Context: an optimization exercise on an open-source flow, tuned for small area, a short achievable clock period and few clock cycles per item. The choices shown serve that exercise and are no tape-out recipe.
Where RTL was checked, it was by simulation tests only, not by an equivalence proof against the original.
The RTL of runs 1 and 2 was laid out without a check of its function.
No activity file was given, so power comes from the tool's default toggle rates.

**design/flow/constraint.sdc**
```tcl
create_clock -name core_clock -period 17.0 [get_ports {clk}]
set_input_delay 3.4000 -clock core_clock [delete_from_list [all_inputs] [get_ports {clk}]]
set_output_delay 3.4000 -clock core_clock [all_outputs]
set_load 0.01 [all_outputs]
```
**design/flow/config.mk**
```make
export PLATFORM = sky130hd
export DESIGN_NAME = wz_fxu
export DESIGN_NICKNAME = wz_fxu
export VERILOG_FILES = /design/flow/design.v
export SDC_FILE = /design/flow/constraint.sdc
export NUM_CORES = 4
export LEC_CHECK = 0
export ABC_CLOCK_PERIOD_IN_PS = 4000
export CAP_MARGIN = 70
export CORE_MARGIN = 2
export CORE_UTILIZATION = 40
export PLACE_DENSITY = 0.6
export SETUP_SLACK_MARGIN = 5
export SLEW_MARGIN = 70
```
**design/flow/design.v**
```verilog
module wz_fxu (
    input  wire        clk,
    input  wire        rst,
    input  wire        in_valid,
    output wire        in_ready,
    input  wire [4:0]  in_op,
    input  wire        in_q,       
    input  wire [1:0]  in_t,       
    input  wire [3:0]  in_x,       
    input  wire [63:0] in_a,
    input  wire [63:0] in_b,
    output reg         out_valid,
    output reg  [63:0] out_data,
    output reg         out_ill
);
    localparam OP_TCLR = 5'h00, OP_TMAC = 5'h01, OP_TMSU = 5'h02, OP_TRD  = 5'h03,
               OP_TSHL = 5'h04, OP_TSHR = 5'h05, OP_TMOV = 5'h06, OP_TLD  = 5'h07,
               OP_QMUL = 5'h08, OP_QADD = 5'h09, OP_QSUB = 5'h0A, OP_QNEG = 5'h0B,
               OP_QABS = 5'h0C, OP_QRND = 5'h0D,
               OP_CRD  = 5'h10, OP_CWR  = 5'h11, OP_TSVL = 5'h12, OP_TSVH = 5'h13,
               OP_TRST = 5'h14;
    reg [79:0] till0, till1, till2, till3;
    reg [3:0]  tz;       
    reg [3:0]  cl, sg;   
    reg [1:0]  rm;
    reg        sat;
    reg        sov;
    reg  rdy;
    assign in_ready = rdy;
    wire fire = in_valid & rdy;
    wire        i_raw = in_q | (in_op == OP_TRST) | (in_op == OP_CWR);
    wire [31:0] i_a   = i_raw ? in_a[31:0] : {in_a[15:0], 16'd0};
    wire [31:0] i_b   = i_raw ? in_b[31:0] : {in_b[15:0], 16'd0};
    wire        i_msu = (in_op == OP_TMSU);
    wire [32:0] i_bx  = {i_b, 1'b0};
    wire [5:0]  i_n   = in_b[5:0];
    wire [4:0]  i_rk  = in_q ? ((i_n > 6'd31) ? 5'd31 : i_n[4:0])
                             : (((i_n > 6'd15) ? 5'd15 : i_n[4:0]) + 5'd16);
    reg  [15:0] i_neg, i_one, i_two;
    integer j;
    always @* begin
        for (j = 0; j < 16; j = j + 1) begin
            i_one[j] = i_bx[2*j+1] ^ i_bx[2*j];
            i_two[j] = (i_bx[2*j+2] & ~i_bx[2*j+1] & ~i_bx[2*j]) |
                       (~i_bx[2*j+2] & i_bx[2*j+1] & i_bx[2*j]);
            i_neg[j] = i_bx[2*j+2] ^ i_msu;
        end
    end
    reg        v1;
    reg [4:0]  op1;
    reg        q1;
    reg [1:0]  t1;
    reg [3:0]  x1;
    reg [31:0] a1;       
    reg [31:0] ah1;      
    reg [15:0] neg1, one1, two1;
    reg        msu1, mul1;
    reg [4:0]  rk1;      
    always @(posedge clk) begin
        if (rst) begin
            v1  <= 1'b0;
            rdy <= 1'b1;
        end else begin
            v1  <= fire;
            rdy <= ~(fire & ((in_op == OP_TSHL) | (in_op == OP_TSHR)));
        end
        begin
            op1  <= in_op;
            q1   <= in_q;
            t1   <= in_t;
            x1   <= in_x;
            a1   <= i_a;
            ah1  <= in_a[63:32];
            neg1 <= i_neg;
            one1 <= i_one;
            two1 <= i_two;
            msu1 <= i_msu;
            rk1  <= i_rk;
            mul1 <= fire & ((in_op == OP_TMAC) | i_msu | (in_op == OP_QMUL));
        end
    end
    reg [31:0] b1;
    always @* begin
        for (j = 0; j < 16; j = j + 1) begin
            b1[2*j+1] = neg1[j];
            if (j == 0) b1[0] = one1[0];
            else        b1[2*j] = one1[j] ^ neg1[j-1];
        end
    end
    localparam [71:0] KROW = 72'hff_5555_5556_0000_0000;
    reg [71:0] pp [0:16];
    reg [33:0] psel;
    reg [71:0] nrow;
    always @* begin
        nrow = KROW & {72{mul1}};
        for (j = 0; j < 16; j = j + 1) begin
            psel = ({34{one1[j] & mul1}} & {{2{a1[31]}}, a1}) |
                   ({34{two1[j] & mul1}} & {a1[31], a1, 1'b0});
            psel = psel ^ {34{neg1[j] & mul1}};
            pp[j] = {38'd0, ~psel[33] & mul1, psel[32:0]} << (2*j);
            nrow[2*j] = neg1[j] & mul1;
        end
        pp[16] = nrow;
    end
    wire [71:0] l1 [0:11];
    wire [71:0] l2 [0:7];
    wire [71:0] l3 [0:5];
    wire [71:0] l4 [0:3];
    wire [71:0] l5 [0:2];
    wire [71:0] ms, mc;
    genvar g;
    generate
        for (g = 0; g < 5; g = g + 1) begin : g_l1
            assign l1[2*g]   = pp[3*g] ^ pp[3*g+1] ^ pp[3*g+2];
            assign l1[2*g+1] = {((pp[3*g] & pp[3*g+1]) | (pp[3*g] & pp[3*g+2]) |
                                 (pp[3*g+1] & pp[3*g+2])), 1'b0};
        end
        assign l1[10] = pp[15];
        assign l1[11] = pp[16];
        for (g = 0; g < 4; g = g + 1) begin : g_l2
            assign l2[2*g]   = l1[3*g] ^ l1[3*g+1] ^ l1[3*g+2];
            assign l2[2*g+1] = {((l1[3*g] & l1[3*g+1]) | (l1[3*g] & l1[3*g+2]) |
                                 (l1[3*g+1] & l1[3*g+2])), 1'b0};
        end
        for (g = 0; g < 2; g = g + 1) begin : g_l3
            assign l3[2*g]   = l2[3*g] ^ l2[3*g+1] ^ l2[3*g+2];
            assign l3[2*g+1] = {((l2[3*g] & l2[3*g+1]) | (l2[3*g] & l2[3*g+2]) |
                                 (l2[3*g+1] & l2[3*g+2])), 1'b0};
        end
        assign l3[4] = l2[6];
        assign l3[5] = l2[7];
        for (g = 0; g < 2; g = g + 1) begin : g_l4
            assign l4[2*g]   = l3[3*g] ^ l3[3*g+1] ^ l3[3*g+2];
            assign l4[2*g+1] = {((l3[3*g] & l3[3*g+1]) | (l3[3*g] & l3[3*g+2]) |
                                 (l3[3*g+1] & l3[3*g+2])), 1'b0};
        end
        assign l5[0] = l4[0] ^ l4[1] ^ l4[2];
        assign l5[1] = {((l4[0] & l4[1]) | (l4[0] & l4[2]) | (l4[1] & l4[2])), 1'b0};
        assign l5[2] = l4[3];
        assign ms = l5[0] ^ l5[1] ^ l5[2];
        assign mc = {((l5[0] & l5[1]) | (l5[0] & l5[2]) | (l5[1] & l5[2])), 1'b0};
    endgenerate
    wire d_tclr = v1 & (op1 == OP_TCLR);
    wire d_tmac = v1 & (op1 == OP_TMAC);
    wire d_tmsu = v1 & (op1 == OP_TMSU);
    wire d_trd  = v1 & (op1 == OP_TRD);
    wire d_tshl = v1 & (op1 == OP_TSHL);
    wire d_tshr = v1 & (op1 == OP_TSHR);
    wire d_tmov = v1 & (op1 == OP_TMOV);
    wire d_tld  = v1 & (op1 == OP_TLD);
    wire d_qmul = v1 & (op1 == OP_QMUL);
    wire d_qadd = v1 & (op1 == OP_QADD);
    wire d_qsub = v1 & (op1 == OP_QSUB);
    wire d_qneg = v1 & (op1 == OP_QNEG);
    wire d_qabs = v1 & (op1 == OP_QABS);
    wire d_qrnd = v1 & (op1 == OP_QRND);
    wire d_crd  = v1 & (op1 == OP_CRD);
    wire d_cwr  = v1 & (op1 == OP_CWR);
    wire d_tsvl = v1 & (op1 == OP_TSVL);
    wire d_tsvh = v1 & (op1 == OP_TSVH);
    wire d_trst = v1 & (op1 == OP_TRST);
    wire d_legal = d_tclr | d_tmac | d_tmsu | d_trd | d_tshl | d_tshr | d_tmov | d_tld |
                   d_qmul | d_qadd | d_qsub | d_qneg | d_qabs | d_qrnd |
                   d_crd | d_cwr | d_tsvl | d_tsvh | d_trst;
    wire d_mul  = d_tmac | d_tmsu | d_qmul;
    wire [31:0] rlm = ~(32'hFFFF_FFFF << rk1);          
    wire [31:0] rhm = rlm & ~(rlm >> 1);                
    wire [31:0] rbm = rlm >> 1;                         
    wire        r_half  = |(a1 & rhm);
    wire        r_below = |(a1 & rbm);
    wire        r_odd   = |(a1 & (rlm + 32'd1));        
    reg         r_inc;
    always @* begin
        case (rm)
            2'd0:    r_inc = 1'b0;
            2'd1:    r_inc = r_half;
            2'd2:    r_inc = r_half & (r_below | r_odd);
            default: r_inc = a1[31] & (r_half | r_below);
        endcase
    end
    wire [32:0] r_up  = {a1[31], a1 | rlm} + 33'd1;
    wire [32:0] r_val = r_inc ? r_up : {a1[31], a1 & ~rlm};
    reg [5:0] tza, tzb;
    always @* begin
        tza = 6'd32;
        tzb = 6'd32;
        for (j = 31; j >= 0; j = j - 1) begin
            if (a1[j]) tza = j;
            if (b1[j]) tzb = j;
        end
    end
    wire [6:0] tzs = tza + tzb;
    wire       m_tie = (tza != 6'd32) & (tzb != 6'd32) & (tzs == (q1 ? 7'd30 : 7'd46));
    wire       m_neg = a1[31] ^ b1[31];
    wire [80:0] al_a = {{9{a1[31]}}, a1, 40'd0};
    wire [80:0] al_b = {{9{b1[31]}}, b1, 40'd0};
    wire [80:0] al_r = {{8{r_val[32]}}, r_val, 40'd0};
    wire [80:0] rc_trd = (rm == 2'd0) ? 81'd0 :
                         (rm == 2'd3) ? 81'd0 :
                                        (q1 ? (81'd1 << 39) : (81'd1 << 55));
    reg [80:0] w_s, w_c;
    reg        w_cin;
    always @* begin
        w_s = 81'd0;
        w_c = 81'd0;
        w_cin = 1'b0;
        if (d_tld)  w_s = al_a;
        if (d_trst) w_s = {b1[15], b1[15:0], ah1, a1};
        if (d_qadd) begin w_s = al_a; w_c = al_b; end
        if (d_qsub) begin w_s = al_a; w_c = ~al_b; w_cin = 1'b1; end
        if (d_qneg) begin w_c = ~al_a; w_cin = 1'b1; end
        if (d_qabs) begin w_c = a1[31] ? ~al_a : al_a; w_cin = a1[31]; end
        if (d_qrnd) w_s = al_r;
        if (d_trd)  w_s = rc_trd;
    end
    wire [80:0] s_next = {ms, 9'd0} | w_s;
    wire [80:0] c_next = {mc, 9'd0} | w_c;
    wire [1:0] rsel_t = d_tmov ? x1[1:0] : t1;
    wire       rd_any = d_tmac | d_tmsu | d_trd | d_tshl | d_tshr | d_tmov | d_tsvl | d_tsvh;
    wire       wr_any = d_tclr | d_tmac | d_tmsu | d_tshl | d_tshr | d_tmov | d_tld | d_trst;
    reg        v2;
    reg [3:0]  sel2, we2;
    reg [80:0] s2, c2;
    reg        cin2;
    reg        mac2, ph1_2, ph2_2, shl2;
    reg [3:0]  x2;
    reg        q2, qop2, trd2, trd3_2, fix2, tie2, rch2, rco2;
    reg        tsvl2, tsvh2, crd2, cwr2, cwsov2, ill2, ovf2, sgn2;
    wire        e_inc, e_ovf, e_sgn;
    always @(posedge clk) begin
        if (rst) begin
            v2    <= 1'b0;
            ph2_2 <= 1'b0;
            rm    <= 2'd0;
            sat   <= 1'b1;
        end else begin
            if (v2 & ph1_2) begin
                v2    <= 1'b1;
                ph2_2 <= 1'b1;
                ph1_2 <= 1'b0;
                we2   <= we2;
                sel2  <= sel2;
                cin2  <= e_inc;
                ovf2  <= e_ovf;
                sgn2  <= e_sgn;
            end else begin
                v2    <= v1;
                ph2_2 <= 1'b0;
                ph1_2 <= d_tshl | d_tshr;
                we2   <= {4{wr_any}} & (4'd1 << t1);
                sel2  <= {4{rd_any}} & (4'd1 << rsel_t);
                cin2  <= w_cin;
                ovf2  <= 1'b0;
                sgn2  <= 1'b0;
            end
            if (d_cwr) begin
                rm  <= a1[1:0];
                sat <= a1[2];
            end
        end
        s2     <= s_next;
        c2     <= c_next;
        mac2   <= d_tmac | d_tmsu;
        shl2   <= d_tshl;
        x2     <= x1;
        q2     <= q1;
        qop2   <= d_trd | d_qmul | d_qadd | d_qsub | d_qneg | d_qabs | d_qrnd;
        trd2   <= d_trd;
        trd3_2 <= d_trd & (rm == 2'd3);
        fix2   <= (d_trd | d_qmul) & (rm == 2'd2);
        tie2   <= m_tie;
        rch2   <= d_qmul & ((rm == 2'd1) | (rm == 2'd2));
        rco2   <= d_qmul & (rm == 2'd3) & m_neg;
        tsvl2  <= d_tsvl;
        tsvh2  <= d_tsvh;
        crd2   <= d_crd;
        cwr2   <= d_cwr;
        cwsov2 <= a1[3];
        ill2   <= v1 & ~d_legal;
    end
    wire [3:0]  rs2 = sel2 & ~tz;
    wire [3:0]  rn2 = rs2 & ~cl;
    wire [3:0]  rc2 = rs2 & cl;
    wire        c_hi = |(rc2 & sg);
    wire        c_lo = |(rc2 & ~sg);
    wire [79:0] ta = ({80{rn2[0]}} & till0) | ({80{rn2[1]}} & till1) |
                     ({80{rn2[2]}} & till2) | ({80{rn2[3]}} & till3) |
                     {c_hi, {79{c_lo}}};
    wire [80:0] rc_mul = q2 ? ({81{rco2}} & {41'd0, {40{1'b1}}}) | ({81{rch2}} & (81'd1 << 39))
                            : ({81{rco2}} & {25'd0, {56{1'b1}}}) | ({81{rch2}} & (81'd1 << 55));
    wire [80:0] ea = {ta[79], ta} | rc_mul;
    wire [80:0] x_s = ea ^ s2 ^ c2;
    wire [80:0] x_m = (ea & s2) | (ea & c2) | (s2 & c2);
    wire        inj40 = trd3_2 & q2 & ta[79] & (|ta[39:0]);
    wire        inj56 = trd3_2 & ~q2 & ta[79] & (|ta[55:0]);
    wire [80:0] x_c = {x_m[79:56], x_m[55] | inj56, x_m[54:40], x_m[39] | inj40, x_m[38:0], cin2};
    wire [80:0] sum = x_s + x_c;
    wire        t_ovf = (mac2 & (sum[80] ^ sum[79])) | (ph2_2 & ovf2);
    wire        t_sgn = mac2 ? sum[80] : sgn2;
    wire        t_clamp = t_ovf & sat;
    wire [95:0] sh_x = shl2 ? {ta, 16'd0} : {{17{ta[79]}}, ta[79:1]};
    wire [3:0]  sh_m = shl2 ? ~x2 : x2;
    wire [95:0] sh_y = sh_x >> sh_m;
    wire [79:0] sh_v = sh_y[79:0];
    wire [15:0] oh_x  = 16'd1 << x2;             
    wire [15:0] lt_x  = oh_x - 16'd1;            
    wire [16:0] oh_x1 = {oh_x, 1'b0};            
    wire        sh_half  = |(ta[15:0] & oh_x);
    wire        sh_below = |(ta[15:0] & lt_x);
    wire        sh_odd   = |(ta[16:0] & oh_x1);
    reg         sh_inc;
    always @* begin
        case (rm)
            2'd0:    sh_inc = 1'b0;
            2'd1:    sh_inc = sh_half;
            2'd2:    sh_inc = sh_half & (sh_below | sh_odd);
            default: sh_inc = ta[79] & (sh_half | sh_below);
        endcase
    end
    wire [15:0] sh_neq;
    generate
        for (g = 0; g < 16; g = g + 1) begin : g_neq
            assign sh_neq[g] = ta[78-g] ^ ta[79];
        end
    endgenerate
    wire sh_ovf = |(sh_neq & (oh_x | lt_x));
    assign e_inc = ~shl2 & sh_inc;
    assign e_ovf = shl2 & sh_ovf;
    assign e_sgn = ta[79];
    wire [79:0] t_new = ph1_2 ? sh_v : sum[79:0];
    wire        tie_a = q2 ? (ta[39] & ~|ta[38:0]) : (ta[55] & ~|ta[54:0]);
    wire        q_fix = fix2 & (trd2 ? tie_a : tie2);
    always @(posedge clk) begin
        if (rst) begin
            tz <= 4'hF;
        end else if (v2) begin
            tz <= tz & ~we2;
        end
    end
    always @(posedge clk) begin
        if (v2 & we2[0]) begin till0 <= t_new; cl[0] <= t_clamp & ~ph1_2; sg[0] <= t_sgn; end
        if (v2 & we2[1]) begin till1 <= t_new; cl[1] <= t_clamp & ~ph1_2; sg[1] <= t_sgn; end
        if (v2 & we2[2]) begin till2 <= t_new; cl[2] <= t_clamp & ~ph1_2; sg[2] <= t_sgn; end
        if (v2 & we2[3]) begin till3 <= t_new; cl[3] <= t_clamp & ~ph1_2; sg[3] <= t_sgn; end
    end
    reg        v3, qop3, q3, fix3, sat3, tsvl3, tsvh3, crd3, cwr3, cwsov3, ill3, tcl3;
    reg [1:0]  rm3;
    reg [80:0] f3;
    always @(posedge clk) begin
        if (rst) v3 <= 1'b0;
        else     v3 <= v2 & ~ph1_2;
        f3     <= sum;
        qop3   <= qop2;
        q3     <= q2;
        fix3   <= q_fix;
        sat3   <= sat;
        rm3    <= rm;
        tsvl3  <= tsvl2;
        tsvh3  <= tsvh2;
        crd3   <= crd2;
        cwr3   <= cwr2;
        cwsov3 <= cwsov2;
        ill3   <= ill2;
        tcl3   <= t_clamp & ~ph1_2;
    end
    wire [31:0] q_w   = q3 ? {f3[71:41], f3[40] & ~fix3}
                           : {f3[71:57], f3[56] & ~fix3, 16'd0};
    wire        q_in  = (f3[80:71] == 10'd0) | (f3[80:71] == 10'h3FF);
    wire        q_clamp = ~q_in & sat3;
    wire [31:0] q_c   = q_clamp ? {f3[80], {31{~f3[80]}}} : q_w;
    wire [63:0] q_out = q3 ? {{32{q_c[31]}}, q_c} : {{48{q_c[31]}}, q_c[31:16]};
    wire [63:0] res = qop3  ? q_out :
                      tsvl3 ? f3[63:0] :
                      tsvh3 ? {48'd0, f3[79:64]} :
                      crd3  ? {60'd0, sov, sat3, rm3} : 64'd0;
    always @(posedge clk) begin
        if (rst) begin
            sov       <= 1'b0;
            out_valid <= 1'b0;
        end else begin
            out_valid <= v3;
            if (v3) begin
                if (cwr3)
                    sov <= cwsov3;
                else if ((qop3 & q_clamp) | tcl3)
                    sov <= 1'b1;
            end
        end
        out_data <= res;
        out_ill  <= ill3;
    end
endmodule
```
**design/flow/run.sh**
```bash
#!/bin/bash
# synth_recipe.tcl (not shown) runs the flow's synth.tcl, then flattens the netlist and writes it again
# the make line also repeats each setting of config.mk as NAME=value (left out here)
make -C /OpenROAD-flow-scripts/flow DESIGN_CONFIG=/design/flow/config.mk WORK_HOME=/design/flow/orfs CLKGATE_MAP_FILE= SYNTH_SCRIPT=/design/flow/synth_recipe.tcl finish
```
==> results of run 1 <==
-- metal layers --
| metal | global-route usage | up-vias |
|---|---|---|
| met3 | 0.07268 | 1124 |
| met1 | 0.4145 | 29260 |
| met5 | 0 | - |
| li1 | - | 25370 |
| met4 | 0.2101 | 8 |
| met2 | 0.4895 | 4087 |
-- final cells by class --
class                      instances  share of cell area
tap                             2218             0.03480
antenna                            2          0.00006275
inverter                         870             0.04135
clock inverter                    56            0.008817
sequential                       805              0.2459
multi-input combinational       5163              0.5643
timing repair buffer             435             0.07212
clock buffer                     118             0.03265
-- cells in the final DEF (no fill, tap or decap), types with 43 or more instances in the layout --
| master | netlist | routed |
|---|---|---|
| nand3_1 | 129 | 86 |
| a22oi_1 | 643 | 642 |
| clkbuf_16 | 0 | 97 |
| ha_1 | 252 | 250 |
| buf_8 | 0 | 52 |
| mux4_2 | 55 | 55 |
| xor2_1 | 178 | 150 |
| nand4_1 | 43 | 43 |
| clkdlybuf4s50_1 | 0 | 172 |
| a21o_1 | 124 | 124 |
| buf_16 | 0 | 55 |
| edfxtp_1 | 340 | 340 |
| nor3_1 | 62 | 59 |
| nor2b_1 | 54 | 50 |
| nand2_1 | 550 | 531 |
| buf_4 | 4 | 56 |
| nand2b_1 | 55 | 55 |
| mux2i_1 | 140 | 135 |
| dfxtp_1 | 465 | 410 |
| xnor2_1 | 540 | 501 |
| inv_1 | 862 | 851 |
| fa_1 | 533 | 533 |
| dfxtp_2 | 0 | 44 |
| nor2_1 | 436 | 416 |
| a21oi_1 | 388 | 375 |
| o21ai_0 | 252 | 217 |
-- kinds of logic after synthesis --
| kind of cell | after synthesis | share of synthesized area |
|---|---|---|
| flops | 805 | 0.2854 |
| buf+inv | 1519 | 0.08438 |
| mux | 226 | 0.04370 |
| compound gates | 1817 | 0.1794 |
| simple gates | 1616 | 0.1130 |
| xor+xnor | 718 | 0.09194 |
| fa+ha+maj | 786 | 0.2022 |
-- worst register-to-register path, delay by kind of cell (launching register included) --
| family | cells | cell delay (ps) |
|---|---|---|
| AOI/OAI and AO/OA | 11 | 3060 |
| DFF | 1 | 510 |
| adders and majority gates | 1 | 220 |
| buffers and inverters | 4 | 1250 |
| and+or+nand+nor | 9 | 1840 |
| xor gates and xnor gates | 1 | 370 |
-- registers in the layout, indices dropped and copies added, names as in the netlist, 62 cells and up --
name      cells
c2           62
f3           81
out_data     64
s2           80
till0        80
till1        80
till2        80
till3        80
-- power groups by stage --
| stage | Sequential [mW] | Combinational [mW] | Clock (mW) |
|---|---|---|---|
| after CTS | 2.40 | 1.96 | 2.18 |
| final | 2.40 | 2.07 | 2.15 |
| after floorplan | 2.33 | 1.13 | 0 |
| after detailed placement | 2.44 | 1.95 | 0 |
| after global placement | 2.44 | 1.79 | 0 |
| after global routing | 2.41 | 2.18 | 2.25 |
-- worst paths after layout --
check / to / slack, ps / depth (start not counted)
max reg2reg: till2[76] / 9610 / 26
max: till2[76] / 9610 / 26
min reg2reg: cwsov3 / 330 / 0
min: cwsov3 / 330 / 0
==> summary.md, run 1 <==
| Metric | Value |
|---|---|
| Post-Synthesis Cells | `7487` |
| Critical Path Source | `sel2[1]` |
| Worst-Margin Slew | `a little under 500 ps` |
| Post-synth top cells | `862 x inv_1, 643 x a22oi_1, 550 x nand2_1` |
| TNS Setup | `0 ps` |
| Pin count of the biggest net entering global routing | `65` |
| Largest fanout on the critical path | `46` |
| Critical Path Max Stage Delay | `590 ps` |
| Outcome | `finished clean` |
| DIE AREA | `0.1743 mm^2` |
| IO Port Bufs | `177` |
| Crit path max-delay cell type | `clkdlybuf4s50_1` |
| Dpl cell area | `about 0.076 mm^2` |
| Total global-route track usage | `0.3230` |
| Net Switching | `~2.4 mW` |
| Filler instances | `15.92k` |
| RSZ-0062 raised after global routing | `false` |
| Placed insts | `9476` |
| Area Growth Syn to Fin | `16.60%` |
| Yosys warns | `2` |
| Prevailing post-synth register cell | `dfxtp_1` |
| Post-synth EDFFs | `340` |
| RR Startpoint | `sel2[1]` |
| Clock Pin Slew Worst Setup and Hold Paths | `60 ps` |
| Dpl ws | `9961 ps` |
| CTS root buffer | `clkbuf_16` |
| Crit. End Element | `register` |
| Final setup viols | `0` |
| Top Layer Used | `met5` |
| Final Instance Area | `about 0.08 mm^2` |
| Sequential fraction of the synthesis area | `0.2854` |
| CP Launch Type | `register` |
| Int Pwr | `approximately 4.2 mW` |
| Tcrit/Tclk final | `0.4346` |
| Insertion delay to the later sink of the worst-skew pair | `770 ps` |
| DR iter-0 viols | `8011` |
| Max Root-Sink Buffers | `3` |
| Multi-input logic area | `roughly 0.045 mm^2` |
| Worst EP arrival | `7960 ps` |
| Clk network pwr share | `0.324` |
| CTS tree | `yes` |
| Switch share | `0.3683` |
| Antenna-violating nets left | `0` |
| Power per cell area | `82.97 mW/mm^2` |
| Critical Path RT | `17570 ps` |
| Die Y | `417.5 um` |
| Routed length on met2 | `123900 um` |
| #FFs+latches synth | `between 800 and 900` |
| Worst hold path startpoint | `cwsov2` |
| CTS buffer count | `92` |
| Final Max Slew Viols | `0` |
| Row cnt | `151` |
| Number of I/O pins | `210` |
| Routed vias/inst | `6.191` |
| Initial antenna violation count | `13` |
| Final hold vios | `0` |
| Synth area leader | `fa_1` |
| Overflow after GRT | `0` |
| Clk sink count | `805` |
| Fraction of registers with async set/reset | `0` |
| Fin crit period | `7388 ps` |
| Synthesized area | `0.06840 mm^2` |
| Layout Nets | `8295` |
| H-tree levels | `3` |
| Wirelength, routed | `288300 um` |
| Die Span X | `417.5 um` |
| Final WS setup | `9612 ps` |
| Post-DP HPWL | `~210000 um` |
| Max IR drop VDD | `between 0.09 and 0.1 mV` |
| Core Box Area | `0.1697 mm^2` |
| HP Class | `register to register` |
| Sequential share of power | `0.363` |
| Fin Hold WS | `326.7 ps` |
| Crit Path Category | `register to register` |
| Share of the synthesized area in the top cell type | `0.1560` |
| Max Cap Viol | `0` |
| Register Area | `0.01962 mm^2` |
| Leakage Power | `approximately 32 nW` |
| Yosys cell types | `98` |
| Core Util, Final | `0.4701` |
| WP buf/inv | `4` |
| Post_cts resized | `0` |
| Skew final | `roughly 56 ps` |
| Syn nets | `8415` |
| Avg WL per Cell | `29.82 um` |
| Pwr Total | `6.617 mW` |
| Met3 Wirelength | `31700 um` |
| First-pass GRT wire length | `412800 um` |
| Relative slew margins | `0.6629` |
| Combinational Power Share | `0.312` |
| RePlAce Congestion | `0.9806` |
| Count leader, synth | `inv_1` |
| Number of global-route vias before repair | `about 60k` |
| WL met1 | `110000 um` |
| Syn_area_per_cell | `9.136 um^2` |
| Initial core utilization | `0.4032` |
| 1st-pass router iterations | `6` |
| Non-filler cells, final | `about 9.7k` |
| Layout cells sized above 1 | `0.1229` |
| Top Family by Delay on Critical Path | `compound AO/OA/AOI/OAI gates` |
| Fmax achieved | `135.4 MHz` |
| Residual DRC count | `0` |
| Hold-fix buffers, CTS | `0` |
| Postcts setup bufs | `0` |
| Via count | `about 60k` |
| Largest cells by area after synthesis | `fa_1 16%, edfxtp_1 15%, dfxtp_1 14%` |
==> run 2, diff against run 1 <==
==> design/flow/flow/run.sh (new file) <==
#!/bin/bash
set -euo pipefail
bash standard.sh SETUP_SLACK_MARGIN=12 finish > make.log 2>&1
==> design/flow/standard.sh (new file) <==
#!/bin/bash
# synth_recipe.tcl (not shown) runs the flow's synth.tcl, then flattens the netlist and writes it again
# the make line also repeats each setting of config.mk as NAME=value (left out here)
make -C /OpenROAD-flow-scripts/flow DESIGN_CONFIG=/design/flow/config.mk WORK_HOME=/design/flow/orfs CLKGATE_MAP_FILE= SYNTH_SCRIPT=/design/flow/synth_recipe.tcl "${@:-finish}"
--- a/design/flow/config.mk
+++ b/design/flow/config.mk
@@ -7,3 +7,2 @@
 export LEC_CHECK = 0
-export ABC_CLOCK_PERIOD_IN_PS = 4000
 export CAP_MARGIN = 70
@@ -12,3 +11,2 @@
 export PLACE_DENSITY = 0.6
-export SETUP_SLACK_MARGIN = 5
 export SLEW_MARGIN = 70
removed: design/flow/run.sh
==> summary.md, run 2 <==
| Metric | Value |
|---|---|
| Core Box Area | `0.1697 mm^2 (unchanged)` |
| Placed insts | `9473 (-0.032%)` |
| Total global-route track usage | `0.3449 (+0.02196)` |
| Fmax achieved | `173.3 MHz (+28%)` |
| Insertion delay to the later sink of the worst-skew pair | `780 ps (about the same)` |
| Yosys warns | `2 (unchanged)` |
| Leakage Power | `36.33 nW (+12%)` |
| Combinational Power Share | `0.371 (+0.059)` |
| Residual DRC count | `0 (unchanged)` |
| Count leader, synth | `inv_1` |
| RePlAce Congestion | `0.9998 (+2.0%)` |
| IO Port Bufs | `177 (unchanged)` |
| RR Startpoint | `sel2[2]` |
| Reg2reg end | `till0[78]` |
| Initial core utilization | `0.4032 (unchanged)` |
| Max IR drop VDD | `0.08619 mV (-4.7%)` |
| Die Y | `417.5 um (unchanged)` |
| Worst R2R Setup Slack | `11230 ps (+1620 ps)` |
| Synth area leader | `fa_1` |
| Filler instances | `14.70k (-7.7%)` |
| Pin count of the biggest net entering global routing | `65 (unchanged)` |
| Number of global-route vias before repair | `61.60k (+4.7%)` |
| Fraction of registers with async set/reset | `0 (unchanged)` |
| Share of the synthesized area in the top cell type | `0.1560 (unchanged)` |
| Non-filler cells, final | `10.09k (+4.4%)` |
| H-tree levels | `3 (unchanged)` |
| Max Root-Sink Buffers | `3 (unchanged)` |
| Skew final | `74.25 ps (+18.35 ps)` |
| Worst Setup EP | `till0[78]` |
| CP Launch Type | `register` |
| TNS Setup | `0 ps (unchanged)` |
| Avg WL per Cell | `31.02 um (+4.0%)` |
| Row cnt | `151 (unchanged)` |
| Overflow after GRT | `0 (unchanged)` |
| Synthesized area | `0.06840 mm^2 (unchanged)` |
| DIE AREA | `0.1743 mm^2 (unchanged)` |
| Post-synth top cells | `862 x inv_1, 643 x a22oi_1, 550 x nand2_1` |
| Wirelength, routed | `313100 um (+8.6%)` |
| Max Cap Viol | `0 (unchanged)` |
| Post-DP HPWL | `212300 um (-0.56%)` |
| Worst EP arrival | `6220 ps (-1740 ps)` |
| Max reg flops | `81 (unchanged)` |
| Fin crit period | `5770 ps (-1618 ps)` |
| Critical Path Source | `sel2[2]` |
| Fin Hold WS | `325.2 ps (-1.501 ps)` |
| Largest register by flop count | `f3` |
| Critical Path RT | `17450 ps (-120 ps)` |
| Layout cells sized above 1 | `0.2762 (+0.1533)` |
| CTS tree | `yes` |
| Yosys cell types | `98 (unchanged)` |
| Net Switching | `2.647 mW (+8.6%)` |
| HP Class | `register to register` |
| CTS buffer count | `93 (+1.1%)` |
| Power per cell area | `78.07 mW/mm^2 (-5.9%)` |
| Largest fanout on the critical path | `5 (-89%)` |
| Clk sink count | `805 (unchanged)` |
| Sequential fraction of the synthesis area | `0.2854 (unchanged)` |
| Most frequent cells in the layout | `756 x inv_1, 493 x nand2_1, 462 x a22oi_1` |
| DR iter-0 viols | `8128 (+1.5%)` |
| Routed vias/inst | `6.266 (+1.2%)` |
| Layout Nets | `8719 (+5.1%)` |
| Largest cells by area after synthesis | `fa_1 16%, edfxtp_1 15%, dfxtp_1 14%` |
| Number of I/O pins | `210 (unchanged)` |
| Die Span X | `417.5 um (unchanged)` |
| Final hold vios | `0 (unchanged)` |
| Int Pwr | `4.364 mW (+4.4%)` |
| Relative slew margins | `0.6124 (-0.05052)` |
| Hold-fix buffers, CTS | `0 (unchanged)` |
| Post-Synthesis Cells | `7487 (unchanged)` |
| Final setup viols | `0 (unchanged)` |
| Reg2reg path depth | `24 (-7.7%)` |
| Prevailing post-synth register cell | `dfxtp_1` |
| Final Max Slew Viols | `0 (unchanged)` |
| Clock Pin Slew Worst Setup and Hold Paths | `60 ps (about the same)` |
| CTS root buffer | `clkbuf_16` |
| Worst-Margin Slew | `581.4 ps (+88.52 ps)` |
| RSZ-0062 raised after global routing | `true` |
| Tcrit/Tclk final | `0.3394 (-0.09518)` |
| Switch share | `0.3775 (+0.009230)` |
| Sequential share of power | `0.344 (-0.019)` |
| #FFs+latches synth | `805 (unchanged)` |
| 1st-pass router iterations | `6 (unchanged)` |
| Commonest non-fill, non-tap cell in the layout | `inv_1` |
| Antenna-violating nets left | `0 (unchanged)` |
| Outcome | `finished clean` |
| Via count | `63.24k (+5.7%)` |
| Syn nets | `8415 (unchanged)` |
| Crit Path Category | `register to register` |
| Post-synth EDFFs | `340 (unchanged)` |
| Clk network pwr share | `0.285 (-0.039)` |
| Area Growth Syn to Fin | `31.29%` |
| Initial antenna violation count | `13 (unchanged)` |
| First-pass GRT wire length | `437900 um (+6.1%)` |
| Syn_area_per_cell | `9.136 um^2 (unchanged)` |
| Crit. End Element | `register` |
## run 2: cell counts after synthesis
No cell type changed its count.
## run 2: cell families (layout without fill, tap and decap cells)
kind of cell,count (synthesis),after routing,share of synthesized area
buf+inv,1519,1904,0.08438
simple gates,1616,1616,0.1130
mux,226,226,0.04370
compound gates,1817,1817,0.1794
fa+ha+maj,786,786,0.2022
other cells,0,2,0
flops,805,805,0.2854
xor+xnor,718,718,0.09194
## run 2: worst min path at each step
| stage | from | cells past startpoint | to | slack [ps] |
|---|---|---|---|---|
| CTS | x1[3] | 0 | x2[3] | 330 |
| floorplan | crd2 | 0 | crd3 | 310 |
| finish | x1[3] | 0 | x2[3] | 330 |
| detailed placement | qop2 | 0 | qop3 | 310 |
| global placement | cwr2 | 0 | cwr3 | 310 |
| global route | x1[3] | 0 | x2[3] | 330 |
## run 2: final cells by class
class | count | area, um^2 | area share
Sequential cell | 805 | 19640 | 0.2187
Inverter | 870 | 3318 | 0.03695
Antenna cell | 2 | 5.005 | 0.00005573
Clock buffer | 128 | 2566 | 0.02858
Timing Repair Buffer | 858 | 10880 | 0.1211
Tap cell | 2218 | 2775 | 0.03090
Clock inverter | 48 | 460.4 | 0.005127
Multi-Input combinational cell | 5163 | 50150 | 0.5585
## run 2: per-stage QoR
stage                     power (mW)  cell area (um^2)  utilization  setup WS (ps)
after floorplan                3.462             68720            -          11950
after global placement         4.230             71920       0.4239           9177
after detailed placement       4.378             75750       0.4465           9979
after CTS                      6.650             85480       0.5038          11270
after global routing           7.225             89800       0.5293          11130
final                          7.011             89800       0.5293          11230
## run 2: power by group through the flow
stage,clock (mW),sequential (mW),combinational (mW)
4_1_cts,2.02,2.40,2.23
3_5_place_dp,0,2.44,1.94
3_3_place_gp,0,2.45,1.78
5_1_grt,2.10,2.41,2.71
2_1_floorplan,0,2.33,1.13
6_report,1.99,2.41,2.60
## run 2: routing by layer
metal / up-vias / wire [um] / part of all wire / global-route usage
met3: 1426 / 36010 / 0.12 / 0.08775
met2: 4628 / 134700 / 0.43 / 0.5201
li1: 26290 / - / - / -
met4: 8 / 29650 / 0.095 / 0.2586
met1: 30890 / 112700 / 0.36 / 0.4251
met5: - / 57 / 0.00018 / 0
## run 2: worst max-delay path, cell delays in order, from the launching register on
cell	delay, ps
edfxtp_1	500
buf_4	190
buf_6	110
and4bb_4	200
nor4_4	150
buf_6	190
buf_12	180
buf_8	120
nand3_4	90
nor2_4	130
fa_1	440
buf_4	160
buf_6	100
fa_2	390
nor2b_4	170
o2111ai_4	140
a31oi_4	270
o311ai_4	140
a2111oi_4	470
o21a_2	300
o21ai_4	120
o31ai_4	290
a221oi_2	120
xnor2_2	190
mux2_4	310
## run 2: timing repair
| action | CTS | global route |
|---|---|---|
| setup buffers | 255 | 126 |
| pin swaps | 384 | 367 |
| resized for setup | 921 | 559 |
| gates cloned | 34 | 9 |
| endpoints found under the setup margin | 510 | 406 |
==> run 3, diff against run 2 <==
--- a/design/flow/design.v
+++ b/design/flow/design.v
@@ -24,2 +24,4 @@
     reg [3:0]  cl, sg;   
+    reg [3:0]  rn2;      
+    reg        c_hi, c_lo;   
     reg [1:0]  rm;
@@ -94,9 +96,9 @@
     always @* begin
-        nrow = KROW & {72{mul1}};
+        nrow = KROW;
         for (j = 0; j < 16; j = j + 1) begin
-            psel = ({34{one1[j] & mul1}} & {{2{a1[31]}}, a1}) |
-                   ({34{two1[j] & mul1}} & {a1[31], a1, 1'b0});
-            psel = psel ^ {34{neg1[j] & mul1}};
-            pp[j] = {38'd0, ~psel[33] & mul1, psel[32:0]} << (2*j);
-            nrow[2*j] = neg1[j] & mul1;
+            psel = ({34{one1[j]}} & {{2{a1[31]}}, a1}) |
+                   ({34{two1[j]}} & {a1[31], a1, 1'b0});
+            psel = psel ^ {34{neg1[j]}};
+            pp[j] = {38'd0, ~psel[33], psel[32:0]} << (2*j);
+            nrow[2*j] = neg1[j];
         end
@@ -215,4 +217,4 @@
     end
-    wire [80:0] s_next = {ms, 9'd0} | w_s;
-    wire [80:0] c_next = {mc, 9'd0} | w_c;
+    wire [80:0] s_next = ({ms, 9'd0} & {81{mul1}}) | w_s;
+    wire [80:0] c_next = ({mc, 9'd0} & {81{mul1}}) | w_c;
     wire [1:0] rsel_t = d_tmov ? x1[1:0] : t1;
@@ -280,7 +282,2 @@
     end
-    wire [3:0]  rs2 = sel2 & ~tz;
-    wire [3:0]  rn2 = rs2 & ~cl;
-    wire [3:0]  rc2 = rs2 & cl;
-    wire        c_hi = |(rc2 & sg);
-    wire        c_lo = |(rc2 & ~sg);
     wire [79:0] ta = ({80{rn2[0]}} & till0) | ({80{rn2[1]}} & till1) |
@@ -293,5 +290,4 @@
     wire [80:0] x_m = (ea & s2) | (ea & c2) | (s2 & c2);
-    wire        inj40 = trd3_2 & q2 & ta[79] & (|ta[39:0]);
-    wire        inj56 = trd3_2 & ~q2 & ta[79] & (|ta[55:0]);
-    wire [80:0] x_c = {x_m[79:56], x_m[55] | inj56, x_m[54:40], x_m[39] | inj40, x_m[38:0], cin2};
+    wire        inj = trd3_2 & ta[79] & (q2 ? |ta[39:0] : |ta[55:0]);
+    wire [80:0] x_c = {x_m[79:0], cin2};
     wire [80:0] sum = x_s + x_c;
@@ -332,15 +328,21 @@
     wire        q_fix = fix2 & (trd2 ? tie_a : tie2);
+    wire [3:0]  e_we  = {4{v2}} & we2;
+    wire [3:0]  tz_n  = rst ? 4'hF : (tz & ~e_we);
+    wire [3:0]  cl_n  = (e_we & {4{t_clamp & ~ph1_2}}) | (~e_we & cl);
+    wire [3:0]  sg_n  = (e_we & {4{t_sgn}}) | (~e_we & sg);
+    wire [3:0]  sel_n = (v2 & ph1_2) ? sel2 : ({4{rd_any}} & (4'd1 << rsel_t));
+    wire [3:0]  rc_n  = sel_n & ~tz_n & cl_n;
     always @(posedge clk) begin
-        if (rst) begin
-            tz <= 4'hF;
-        end else if (v2) begin
-            tz <= tz & ~we2;
-        end
-    end
-    always @(posedge clk) begin
-        if (v2 & we2[0]) begin till0 <= t_new; cl[0] <= t_clamp & ~ph1_2; sg[0] <= t_sgn; end
-        if (v2 & we2[1]) begin till1 <= t_new; cl[1] <= t_clamp & ~ph1_2; sg[1] <= t_sgn; end
-        if (v2 & we2[2]) begin till2 <= t_new; cl[2] <= t_clamp & ~ph1_2; sg[2] <= t_sgn; end
-        if (v2 & we2[3]) begin till3 <= t_new; cl[3] <= t_clamp & ~ph1_2; sg[3] <= t_sgn; end
+        tz   <= tz_n;
+        cl   <= cl_n;
+        sg   <= sg_n;
+        rn2  <= sel_n & ~tz_n & ~cl_n;
+        c_hi <= |(rc_n & sg_n);
+        c_lo <= |(rc_n & ~sg_n);
+        if (e_we[0]) till0 <= t_new;
+        if (e_we[1]) till1 <= t_new;
+        if (e_we[2]) till2 <= t_new;
+        if (e_we[3]) till3 <= t_new;
     end
+    reg        inj3;
     reg        v3, qop3, q3, fix3, sat3, tsvl3, tsvh3, crd3, cwr3, cwsov3, ill3, tcl3;
@@ -355,2 +357,3 @@
         fix3   <= q_fix;
+        inj3   <= inj;
         sat3   <= sat;
@@ -365,7 +368,10 @@
     end
-    wire [31:0] q_w   = q3 ? {f3[71:41], f3[40] & ~fix3}
-                           : {f3[71:57], f3[56] & ~fix3, 16'd0};
-    wire        q_in  = (f3[80:71] == 10'd0) | (f3[80:71] == 10'h3FF);
+    wire [40:0] q_v0  = {f3[80:56], q3 ? f3[55:40] : 16'd0};
+    wire [40:0] q_lsb = q3 ? 41'd1 : 41'h10000;
+    wire [40:0] q_v1  = q_v0 + ({41{inj3}} & q_lsb);
+    wire [40:0] q_v   = q_v1 & ~({41{fix3}} & q_lsb);
+    wire [31:0] q_w   = q3 ? q_v[31:0] : {q_v[31:16], 16'd0};
+    wire        q_in  = (q_v[40:31] == 10'd0) | (q_v[40:31] == 10'h3FF);
     wire        q_clamp = ~q_in & sat3;
-    wire [31:0] q_c   = q_clamp ? {f3[80], {31{~f3[80]}}} : q_w;
+    wire [31:0] q_c   = q_clamp ? {q_v[40], {31{~q_v[40]}}} : q_w;
     wire [63:0] q_out = q3 ? {{32{q_c[31]}}, q_c} : {{48{q_c[31]}}, q_c[31:16]};
==> design/flow/run.sh (new file) <==
#!/bin/bash
# synth_recipe.tcl (not shown) runs the flow's synth.tcl, then flattens the netlist and writes it again
# the make line also repeats each setting of config.mk as NAME=value (left out here)
make -C /OpenROAD-flow-scripts/flow DESIGN_CONFIG=/design/flow/config.mk WORK_HOME=/design/flow/orfs CLKGATE_MAP_FILE= SYNTH_SCRIPT=/design/flow/synth_recipe.tcl finish
--- a/design/flow/config.mk
+++ b/design/flow/config.mk
@@ -7,2 +7,3 @@
 export LEC_CHECK = 0
+export ABC_CLOCK_PERIOD_IN_PS = 4000
 export CAP_MARGIN = 70
@@ -11,2 +12,3 @@
 export PLACE_DENSITY = 0.6
+export SETUP_SLACK_MARGIN = 5
 export SLEW_MARGIN = 70
removed: design/flow/flow/run.sh
removed: design/flow/standard.sh
==> summary.md, run 3 <==
| Metric | Value |
|---|---|
| Outcome | `finished clean` |
| Postcts setup bufs | `0 (-100%)` |
| Leakage Power | `32.54 nW (-10%)` |
| Hold Crit Depth | `0 (unchanged)` |
| Largest register by flop count | `f3` |
| Synthesized area | `0.06981 mm^2 (+2.1%)` |
| 1st-pass router iterations | `9 (+3)` |
| Hold-fix buffers, CTS | `0 (unchanged)` |
| Row cnt | `153 (+1.3%)` |
| Initial antenna violation count | `13 (unchanged)` |
| Wirelength, routed | `288900 um (-7.7%)` |
| DR iter-0 viols | `7387 (-9.1%)` |
| Pin count of the biggest net entering global routing | `71 (+9.2%)` |
| Via count | `60.69k (-4.0%)` |
| Largest fanout on the critical path | `37 (+32)` |
| Count leader, synth | `inv_1` |
| Syn_area_per_cell | `9.085 um^2 (-0.55%)` |
| TNS Setup | `0 ps (unchanged)` |
| Tcrit/Tclk final | `0.3754 (+0.03599)` |
| #FFs+latches synth | `811 (+0.75%)` |
| Post-synth top cells | `864 x inv_1, 638 x nand2_1, 523 x a22oi_1` |
| Layout cells sized above 1 | `0.1185 (-0.1577)` |
| Crit Path Category | `register to register` |
| Max Root-Sink Buffers | `3 (unchanged)` |
| Die Span X | `421.8 um (+1.0%)` |
| Max reg flops | `81 (unchanged)` |
| Fin crit period | `6381 ps (+611.8 ps)` |
| Final hold vios | `0 (unchanged)` |
| Post-DP HPWL | `213900 um (+0.76%)` |
| RR Startpoint | `rn2[0]` |
| CP Launch Type | `register` |
| Initial core utilization | `0.4021 (-0.001090)` |
| Core Util, Final | `0.4629 (-0.06641)` |
| Largest cells by area after synthesis | `fa_1 15%, edfxtp_1 14%, dfxtp_1 14%` |
| Prevailing post-synth register cell | `dfxtp_1` |
| CTS tree | `yes` |
| Worst R2R Setup Slack | `10620 ps (-610 ps)` |
| HP Class | `register to register` |
| Overflow after GRT | `0 (unchanged)` |
| Non-filler cells, final | `9971 (-1.2%)` |
| Placed insts | `9766 (+3.1%)` |
| Number of I/O pins | `210 (unchanged)` |
| Routed vias/inst | `6.086 (-2.9%)` |
| Share of the synthesized area in the top cell type | `0.1485 (-0.007455)` |
| Residual DRC count | `0 (unchanged)` |
| H-tree levels | `3 (unchanged)` |
| Insertion delay to the later sink of the worst-skew pair | `780 ps (about the same)` |
| Pwr Total | `14.84 mW (+110%)` |
| Worst EP arrival | `6880 ps (+660 ps)` |
| Critical Path RT | `17500 ps (+50 ps)` |
| Commonest non-fill, non-tap cell in the layout | `inv_1` |
| Yosys warns | `2 (unchanged)` |
| First-pass GRT wire length | `420700 um (-3.9%)` |
| Hold Path End | `x2[3]` |
| Number of global-route vias before repair | `60.68k (-1.5%)` |
| RePlAce Congestion | `0.9884 (-1.1%)` |
| Worst hold path startpoint | `x1[3]` |
| RSZ-0062 raised after global routing | `false` |
| Clk sink count | `811 (+0.75%)` |
| CTS root buffer | `clkbuf_16` |
| Skew final | `71.95 ps (-2.301 ps)` |
| Sequential fraction of the synthesis area | `0.2802 (-0.005196)` |
| Max IR drop VDD | `0.3126 mV (+260%)` |
| Total global-route track usage | `0.3176 (-0.02730)` |
| Max Cap Viol | `0 (unchanged)` |
| Synth area leader | `fa_1` |
| Antenna-violating nets left | `0 (unchanged)` |
| Post_cts resized | `0 (-100%)` |
| Die Y | `421.8 um (+1.0%)` |
| Yosys cell types | `118 (+20%)` |
| Clock Pin Slew Worst Setup and Hold Paths | `60 ps (about the same)` |
| Most frequent cells in the layout | `849 x inv_1, 617 x nand2_1, 522 x a22oi_1` |
| Fmax achieved | `156.7 MHz (-9.6%)` |
| Post-synth EDFFs | `332 (-2.4%)` |
| Area Growth Syn to Fin | `15.13%` |
| Core Box Area | `0.1736 mm^2 (+2.3%)` |
| Reg2reg end | `till1[71]` |
| Post-Synthesis Cells | `7684 (+2.6%)` |
| IO Port Bufs | `177 (unchanged)` |
| Crit. End Element | `register` |
| Avg WL per Cell | `28.97 um (-6.6%)` |
| Worst-Margin Slew | `477.2 ps (-104.2 ps)` |
| Fraction of registers with async set/reset | `0 (unchanged)` |
| Fin Hold WS | `327.0 ps (+1.839 ps)` |
| DIE AREA | `0.1779 mm^2 (+2.0%)` |
| Final Max Slew Viols | `0 (unchanged)` |
| Layout Nets | `8486 (-2.7%)` |
| Power per cell area | `184.7 mW/mm^2 (+140%)` |
| Relative slew margins | `0.6756 (+0.06314)` |
| Reg2reg path depth | `22 (-8.3%)` |
| Syn nets | `8612 (+2.3%)` |
| CTS buffer count | `95 (+2.2%)` |
| Final setup viols | `0 (unchanged)` |
[run 3: layer usage]
layer	GRT usage	wire, um	up-vias
li1	-	-	26220
met1	0.4008	110800	30020
met2	0.5110	132800	3552
met3	0.05953	27120	883
met4	0.1786	18140	16
met5	0	104	-
[run 3: logic make-up (layout without fill, tap and decap cells)]
| kind of cell | count (synthesis) | count (layout) | share of synthesized area |
|---|---|---|---|
| muxes | 238 | 238 | 0.04434 |
| xor gates and xnor gates | 748 | 748 | 0.09395 |
| DFF | 811 | 811 | 0.2802 |
| AOI/OAI and AO/OA | 1920 | 1920 | 0.1895 |
| buffers and inverters | 1527 | 1483 | 0.08599 |
| and+or+nand+nor | 1654 | 1654 | 0.1095 |
| adders and majority gates | 786 | 786 | 0.1965 |
| other | 0 | 6 | 0 |
[run 3: worst max path at each step]
stage                 start         to  slack, ps
CTS                  rn2[0]  till1[71]      10650
global placement     rn2[2]  till2[64]       9690
floorplan           neg1[8]     s2[48]      11750
detailed placement   rn2[0]  till1[71]      10670
global route         rn2[0]  till1[71]      10430
finish               rn2[0]  till1[71]      10620
[run 3: critical path, stage by stage (launching register included)]
cell and delay, ps:
dfxtp_4 470, buf_16 200, buf_16 170, buf_6 390, a222oi_1 140, nand2_1 340
nor2_1 110, fa_1 500, inv_1 50, ha_1 360, a21oi_1 270, a21boi_0 210
o31a_1 430, o2111a_1 370, o211ai_1 180, buf_1 220, buf_1 210, o211ai_1 190
a21oi_2 350, o21ai_2 190, a2111oi_2 460, a221oi_2 60, clkbuf_2 170
[run 3: layout make-up]
class	instances	area (um^2)
antenna	6	15.01
clock buffer	124	2619
clock inverter	55	606.8
fill	16500	93260
inverter	872	3339
multi-input combinational	5346	45860
sequential	811	19710
tap	2325	2909
timing repair buffer	432	5314
[run 3: report_power, final]
| group | internal, mW | total, mW | switching, mW | leakage [nW] |
|---|---|---|---|---|
| Sequential | 2.23 | 2.36 | 0.132 | 7.03 |
| Combinational | 3.98 | 10.4 | 6.39 | 23.9 |
| Clock | 1.19 | 2.11 | 0.914 | 1.57 |
[run 3: metrics by stage]
stage          cell area [um^2]  setup slack [ps]
3_5_place_dp              76410             10670
6_report                  80370             10620
4_1_cts                   79640             10650
2_1_floorplan             69810             11750
3_3_place_gp              73090              9692
5_1_grt                   80360             10430
Testbench counts of run 3, summed over its fixed seeds: cycles 12,139, items 12,000.
==> run 4, diff against run 3 <==
==> design/flow/flow/run.sh (new file) <==
#!/bin/bash
set -euo pipefail
bash standard.sh SETUP_SLACK_MARGIN=12 finish > make.log 2>&1
==> design/flow/standard.sh (new file) <==
#!/bin/bash
# synth_recipe.tcl (not shown) runs the flow's synth.tcl, then flattens the netlist and writes it again
# the make line also repeats each setting of config.mk as NAME=value (left out here)
make -C /OpenROAD-flow-scripts/flow DESIGN_CONFIG=/design/flow/config.mk WORK_HOME=/design/flow/orfs CLKGATE_MAP_FILE= SYNTH_SCRIPT=/design/flow/synth_recipe.tcl "${@:-finish}"
--- a/design/flow/config.mk
+++ b/design/flow/config.mk
@@ -7,3 +7,2 @@
 export LEC_CHECK = 0
-export ABC_CLOCK_PERIOD_IN_PS = 4000
 export CAP_MARGIN = 70
@@ -12,3 +11,2 @@
 export PLACE_DENSITY = 0.6
-export SETUP_SLACK_MARGIN = 5
 export SLEW_MARGIN = 70
removed: design/flow/run.sh
==> summary.md, run 4 <==
| Metric | Value |
|---|---|
| Outcome | `finished clean` |
| Area Growth Syn to Fin | `22.68%` |
| Non-filler cells, final | `10.23k (+2.6%)` |
| Worst hold path startpoint | `cwr2` |
| CP Launch Type | `register` |
| RR Startpoint | `rn2[2]` |
| Wirelength, routed | `307200 um (+6.3%)` |
| Final setup viols | `0 (unchanged)` |
| Combinational Power Share | `0.750 (+0.051)` |
| Dpl ws | `10760 ps (+88.70 ps)` |
| Core Box Area | `0.1736 mm^2 (unchanged)` |
| IO Port Bufs | `177 (unchanged)` |
| Reg2reg path depth | `20 (-9.1%)` |
| Worst R2R Setup Slack | `11690 ps (+1080 ps)` |
| Switch share | `0.5448 (+0.04358)` |
| Net Switching | `9.709 mW (+30%)` |
| Skew final | `39.90 ps (-32.04 ps)` |
| CTS root buffer | `clkbuf_16` |
| Fmax achieved | `188.5 MHz (+20%)` |
| RSZ-0062 raised after global routing | `true` |
| 1st-pass router iterations | `10 (+1)` |
| Syn_area_per_cell | `9.085 um^2 (unchanged)` |
| Largest cells by area after synthesis | `fa_1 15%, edfxtp_1 14%, dfxtp_1 14%` |
| Post-synth top cells | `864 x inv_1, 638 x nand2_1, 523 x a22oi_1` |
| Max Cap Viol | `0 (unchanged)` |
| Dpl cell area | `0.07636 mm^2 (about the same)` |
| #FFs+latches synth | `811 (unchanged)` |
| Initial antenna violation count | `23 (+10)` |
| Residual DRC count | `0 (unchanged)` |
| Final hold vios | `0 (unchanged)` |
| DIE AREA | `0.1779 mm^2 (unchanged)` |
| Post-DP HPWL | `216000 um (+0.96%)` |
| Die Y | `421.8 um (unchanged)` |
| Power per cell area | `208.1 mW/mm^2 (+13%)` |
| Count leader, synth | `inv_1` |
| Number of global-route vias before repair | `60.79k (+0.18%)` |
| Worst EP arrival | `5990 ps (-890 ps)` |
| Worst Setup EP | `c_hi` |
| Clk network pwr share | `0.117 (-0.025)` |
| Yosys cell types | `118 (unchanged)` |
| Final Max Slew Viols | `0 (unchanged)` |
| Placed insts | `9756 (-0.10%)` |
| Busiest layer in global routing | `met2` |
| Overflow after GRT | `0 (unchanged)` |
| H-tree levels | `3 (unchanged)` |
| Pin count of the biggest net entering global routing | `63 (-11%)` |
| Critical Path Source | `rn2[2]` |
| Insertion delay to the later sink of the worst-skew pair | `760 ps (-20 ps)` |
| Post-Synthesis Cells | `7684 (unchanged)` |
| Syn nets | `8612 (unchanged)` |
| Met3 global-route usage | `0.07495 (+0.01542)` |
| Crit. End Element | `register` |
| Layout cells sized above 1 | `0.1912 (+0.07279)` |
| DR iter-0 viols | `8294 (+12%)` |
| Leakage Power | `34.60 nW (+6.3%)` |
| Adder-Cell Fraction of Synth Area | `0.1965 (unchanged)` |
| HP Class | `register to register` |
| Worst-Margin Slew | `617.6 ps (+140.4 ps)` |
| Max Root-Sink Buffers | `3 (unchanged)` |
| Avg WL per Cell | `30.04 um (+3.7%)` |
| Grt met2 use | `0.5039 (-0.007061)` |
| Yosys warns | `2 (unchanged)` |
| Largest register by flop count | `f3` |
| Largest family of logic cells by synthesized area | `adder cells` |
| CTS tree | `yes` |
| Post-synth EDFFs | `332 (unchanged)` |
| Met1 GRT Util | `0.4039 (+0.003113)` |
| Synth area leader | `fa_1` |
| Fin crit period | `5306 ps (-1075 ps)` |
| Clk sink count | `811 (unchanged)` |
| Prevailing post-synth register cell | `dfxtp_1` |
| Largest fanout on the critical path | `10 (-73%)` |
| XOR/XNOR Fraction of Synth Area | `0.09395 (unchanged)` |
| Layout Nets | `8727 (+2.8%)` |
| Reg2reg end | `c_hi` |
| Critical Path RT | `17690 ps (+190 ps)` |
| Number of I/O pins | `210 (unchanged)` |
| Fraction of registers with async set/reset | `0 (unchanged)` |
| TNS Setup | `0 ps (unchanged)` |
| Initial core utilization | `0.4021 (unchanged)` |
| Most frequent cells in the layout | `825 x inv_1, 558 x nand2_1, 492 x fa_1` |
| Tcrit/Tclk final | `0.3121 (-0.06325)` |
| Relative slew margins | `0.5839 (-0.09168)` |
| Share of the synthesized area in the top cell type | `0.1485 (unchanged)` |
| Synthesized area | `0.06981 mm^2 (unchanged)` |
| Sequential fraction of the synthesis area | `0.2802 (unchanged)` |
| Antenna-violating nets left | `0 (unchanged)` |
| Via count | `63.32k (+4.3%)` |
| Commonest non-fill, non-tap cell in the layout | `inv_1` |
| Sequential share of power | `0.133 (-0.026)` |
| Max reg flops | `81 (unchanged)` |
| First-pass GRT wire length | `429300 um (+2.0%)` |
| Final Instance Area | `0.08564 mm^2 (+6.6%)` |
| Clock Pin Slew Worst Setup and Hold Paths | `60 ps (about the same)` |
| Row cnt | `153 (unchanged)` |
| Die Span X | `421.8 um (unchanged)` |
| Max IR drop VDD | `0.8355 mV (+170%)` |
| Synth Area in Compound Gates | `0.1895 (unchanged)` |
| Pwr Total | `17.82 mW (+20%)` |
| Synth Area in Simple Gates | `0.1095 (unchanged)` |
| Routed vias/inst | `6.191 (+1.7%)` |
| Total global-route track usage | `0.3264 (+0.008781)` |
| RePlAce Congestion | `1.019 (+3.1%)` |
| Crit Path Category | `register to register` |
| Post-synthesis mux area share | `0.04434 (unchanged)` |
| CTS buffer count | `94 (-1.1%)` |
| Final WS setup | `11690 ps (+1075 ps)` |
| Int Pwr | `8.111 mW (+9.6%)` |
==> run 4: per-layer routing <==
layer	wire (um)	up-vias
li1	-	26730
met1	111600	31180
met3	32480	1191
met5	103	-
met4	28090	18
met2	135000	4200
==> run 4: power by group through the flow <==
| stage | logic (mW) | clock network, mW | registers (mW) |
|---|---|---|---|
| finish | 13.4 | 2.09 | 2.37 |
| global route | 13.9 | 2.20 | 2.37 |
| CTS | 12.2 | 2.12 | 2.37 |
| detailed placement | 12.0 | 0 | 2.41 |
| global placement | 11.5 | 0 | 2.42 |
| floorplan | 5.39 | 0 | 2.33 |
==> run 4: what timing repair did <==
action / CTS / global route
pin swaps: 145 / 201
gates resized for setup: 372 / 371
endpoints found under the setup margin: 368 / 300
setup buffers: 103 / 117
hold buffers: 0 / 0
gates cloned: 4 / 27
hold endpoints to repair: 0 / 0
==> run 4: final cells by class <==
class,instances,area (um^2)
antenna,23,57.56
clock buffer,125,2643
clock inverter,52,561.8
fill,16050,87990
inverter,872,3323
multi-input combinational,5347,48010
sequential,811,19740
tap,2325,2909
timing repair buffer,673,8397
==> run 4: worst max-delay path, stage by stage, from the launching register on <==
cell       delay [ps]
dfxtp_4           370
buf_16            160
bufbuf_16         280
a222oi_1          350
and2_4            240
nor2b_4           150
fa_1              430
inv_2              90
ha_4              230
a21o_1            200
a31o_1            190
a211o_1           350
a31oi_4           190
buf_12            160
and3_4            210
nor4_4             50
buf_2             150
o31a_1            380
or4_4             630
o211ai_4          200
a31o_2            210
==> run 4: worst min-delay path by stage <==
stage | to | slack [ps] | cells past startpoint
global route | out_ill | 340 | 0
floorplan | crd3 | 310 | 0
global placement | cwsov3 | 310 | 0
CTS | crd3 | 330 | 0
finish | cwr3 | 330 | 0
detailed placement | out_ill | 320 | 0
==> run 4: per-stage QoR <==
| step | hold slack (ps) | utilization |
|---|---|---|
| 6_report | 327.0 | 0.4933 |
| 5_1_grt | 342.1 | 0.4931 |
| 4_1_cts | 333.7 | 0.4700 |
| 3_5_place_dp | 317.5 | 0.4398 |
| 3_3_place_gp | 311.3 | 0.4204 |
| 2_1_floorplan | 309.6 | - |
==> run 4: kinds of logic (layout without fill, tap and decap cells) <==
kind of cell / Yosys count / count (layout)
muxes: 238 / 238
buffers and inverters: 1527 / 1722
other: 0 / 23
adders and majority gates: 786 / 786
AOI/OAI and AO/OA: 1920 / 1921
DFF: 811 / 811
and+or+nand+nor: 1654 / 1654
xor gates and xnor gates: 748 / 748

==> what the ideal ports hide <==
The flow's constraints put no driver on any port. The routed layouts listed below were extracted and timed again, unchanged, in two steps.
Step 1 (the two cells are an assumption about what drives the block):
set clk [get_ports {clk}]
set_driving_cell -lib_cell sky130_fd_sc_hd__clkbuf_16 $clk
set_driving_cell -lib_cell sky130_fd_sc_hd__buf_2 [delete_from_list [all_inputs] $clk]
Step 2 also shifts input and output timing later by t, the mid clock arrival at the registers, as if the neighbouring blocks saw the same clock.
Three values: ideal, step 1, step 2; two values: the first two.
| run | t, ns | setup WS [ns] | latest minus earliest clock arrival (ns) | slew at the worst register clock pin (ns) |
|---|---|---|---|---|
| run 1 | 0.821 | 9.612 / 9.612 / 9.612 | 0.057 / 0.057 | 0.07 / 0.07 |
| run 2 | 0.821 | 11.230 / 11.230 / 11.230 | 0.074 / 0.074 | 0.07 / 0.07 |
| run 3 | 0.816 | 10.619 / 10.619 / 10.619 | 0.074 / 0.074 | 0.07 / 0.07 |
| run 4 | 0.828 | 11.694 / 11.694 / 11.488 | 0.046 / 0.046 | 0.08 / 0.08 |
After both steps every run listed still meets setup and hold. For run 4, which loses most, drivers alone change the setup slack by 0.000 ns; drivers and shift together by -0.206 ns.
